This is an optimization exercise on Yosys and OpenROAD, whose aim is small area, a short achievable clock period and few clock cycles per item, not a production implementation.
Only simulation tests tie the RTL to the original design; equivalence was not proved.

## sfl_frame_check
module sfl_frame_check (
    input  wire         clk,
    input  wire         rst,             
    input  wire         start,           
    input  wire [383:0] frame,           
    input  wire [31:0]  cid,
    input  wire [1:0]   conn_state,      
    input  wire [15:0]  last_seq,        
    input  wire [15:0]  connect_seq,     
    output wire         ready,
    output reg          done,
    output wire         accept,
    output wire         ok_a,
    output wire         ok_b,
    output reg          hdr_ok,
    output reg          seq_ok,
    output wire         restart,
    output wire [7:0]   lost,
    output wire [3:0]   conn,
    output wire [7:0]   kind,
    output wire [15:0]  seq,
    output wire [15:0]  echo
);
    localparam [31:0] RES_A = 32'hB798B438;
    localparam [31:0] RES_B = 32'h0843323B;
    wire [7:0]  f_b0      = frame[7:0];
    wire [7:0]  f_kind    = frame[15:8];
    wire [15:0] f_seq     = frame[31:16];
    wire [15:0] f_echo    = frame[47:32];
    wire [7:0]  f_plen    = frame[55:48];
    wire [7:0]  f_flags   = frame[63:56];
    wire [31:0] f_resv    = frame[319:288];
    wire        f_connect = f_flags[0];
    reg  [2:0] ph;
    wire       busy = |ph;
    assign ready = !busy;
    always @(posedge clk) begin
        if (rst) begin
            ph   <= 0;
            done <= 1'b0;
        end else begin
            ph   <= {ph, start && !busy};
            done <= ph[2];
        end
    end
    wire [128-1:0] ca = ({128{ph[0]}} & {frame[95:0], ~cid[31:0]}) |
  ...
export LEC_CHECK = 0
export CAP_MARGIN = 20
export CORE_MARGIN = 2
export CORE_UTILIZATION = 30
export SLEW_MARGIN = 20
export TNS_END_PERCENT = 0
create_clock -name core_clock -period 10.0 [get_ports {clk}]
standard.sh (not shown) runs the stock make flow with config.mk's settings and CLKGATE_MAP_FILE= SYNTH_SCRIPT=/design/flow/synth_recipe.tcl, a recipe that flattens the netlist after the stock synthesis.
==> flow/flow/run.sh <==
#!/bin/bash
set -euo pipefail
MARGIN="${FLOW_SETUP_MARGIN:-6}"
bash standard.sh finish \
  "BUFFER_PORTS_ARGS=-buffer_cell sky130_fd_sc_hd__buf_1" \
  "SETUP_SLACK_MARGIN=${MARGIN}" > flow_make.log 2>&1
The first run produced a clean layout.
Testbench counts at the start, summed over its fixed seeds: cycles 16,000, frames 3,200.
==> next run, changes <==
--- a/flow/flow/run.sh
+++ b/flow/flow/run.sh
@@ -2,3 +2,3 @@
 set -euo pipefail
-MARGIN="${FLOW_SETUP_MARGIN:-6}"
+MARGIN="${FLOW_SETUP_MARGIN:-5.5}"
 bash standard.sh finish \
CORE_UTILIZATION = 35   (was 30)
=>
- utilization is higher by 3.2 points
- die area is lower by 14%
- routed wire length is higher by 1.5%
- clock-buffer cell count is unchanged
- via count is lower by 1.5%
- global-route usage is higher by 7.5 points
- non-clock buffer count is lower by 131

the baseline:
Another version of the RTL of sfl_frame_check (not shown whole).
For scale: ~2,600 cells after synthesis, about 510 I/O pins.
// sfl_frame_check
module sfl_frame_check (
    input  wire         clk,
    input  wire         rst,             
    input  wire         start,           
    input  wire [383:0] frame,           
    input  wire [31:0]  cid,
    input  wire [1:0]   conn_state,      
    input  wire [15:0]  last_seq,        
    input  wire [15:0]  connect_seq,     
    output wire         ready,
    output reg          done,
    output wire         accept,
    output wire         ok_a,
    output wire         ok_b,
    output reg          hdr_ok,
    output reg          seq_ok,
    output wire         restart,
    output wire [7:0]   lost,
    output wire [3:0]   conn,
    output wire [7:0]   kind,
    output wire [15:0]  seq,
    output wire [15:0]  echo
);
clock: 10.0 ns
lec_check: 0
cap_margin: 20
core_margin: 2
core_utilization: 30
slew_margin: 20
tns_end_percent: 0
==> flow/flow/run.sh <==
#!/bin/bash
set -euo pipefail
MARGIN="${FLOW_SETUP_MARGIN:-6}"
bash standard.sh finish \
  "BUFFER_PORTS_ARGS=-buffer_cell sky130_fd_sc_hd__buf_1" \
  "SETUP_SLACK_MARGIN=${MARGIN}" > flow_make.log 2>&1
Testbench counts of the baseline, summed over its fixed seeds: cycles 16,000, frames 3,200.
> inputs changed (the baseline -> the candidate)
==> flow/flow/run.sh <==
#!/bin/bash
set -euo pipefail
bash standard.sh finish \
  "BUFFER_PORTS_ARGS=-buffer_cell sky130_fd_sc_hd__buf_2" \
  "SETUP_SLACK_MARGIN=7" > flow_make.log 2>&1
Findings:
- Diff the baseline -> the candidate | post-route clock period utilization | decrease of 2.3 points
- met1 wire length of the candidate falls short of that of the baseline slightly.
- The baseline → the candidate: design area now larger, clock-cell share of area lost 0.17 points.
- The candidate ended up with more standard cells than the baseline.
- Going from the baseline to the candidate, detailed-route vias per instance saw a decrease, number of buffers other than clock buffers in the final layout saw an increase, routed wire length saw little to no change.

## what the ideal ports hide
Ports are ideal in the flow. The routed layouts listed here were re-timed in OpenROAD. Step 1 sets driving cells, clkbuf_16 on the clock port and buf_2 on the other inputs (assumed; they add their load-dependent delay and slew). Step 2, shift: input delay + t, output delay - t, t = (earliest + latest rising clock arrival at the registers) / 2. This alone moves slack from input paths to output paths. Slacks: ideal ports / drivers / drivers and shift; pairs: ideal ports / drivers.
run	t, ns	setup WS [ns]	worst setup path after step 2	cell pins on the clock port's net
the first run of note 1	0.467	5.354 / 5.393 / 4.927	input to register	1
the second run of note 1	0.464	5.184 / 5.168 / 4.705	input to register	1
the baseline	0.468	5.009 / 5.048 / 4.580	input to register	1
the candidate	0.465	5.237 / 5.230 / 4.797	input to register	1
After both steps setup and hold are still met in every run listed. For the second run of note 1, which loses most, drivers alone change the setup slack by -0.016 ns; drivers and shift together by -0.479 ns.
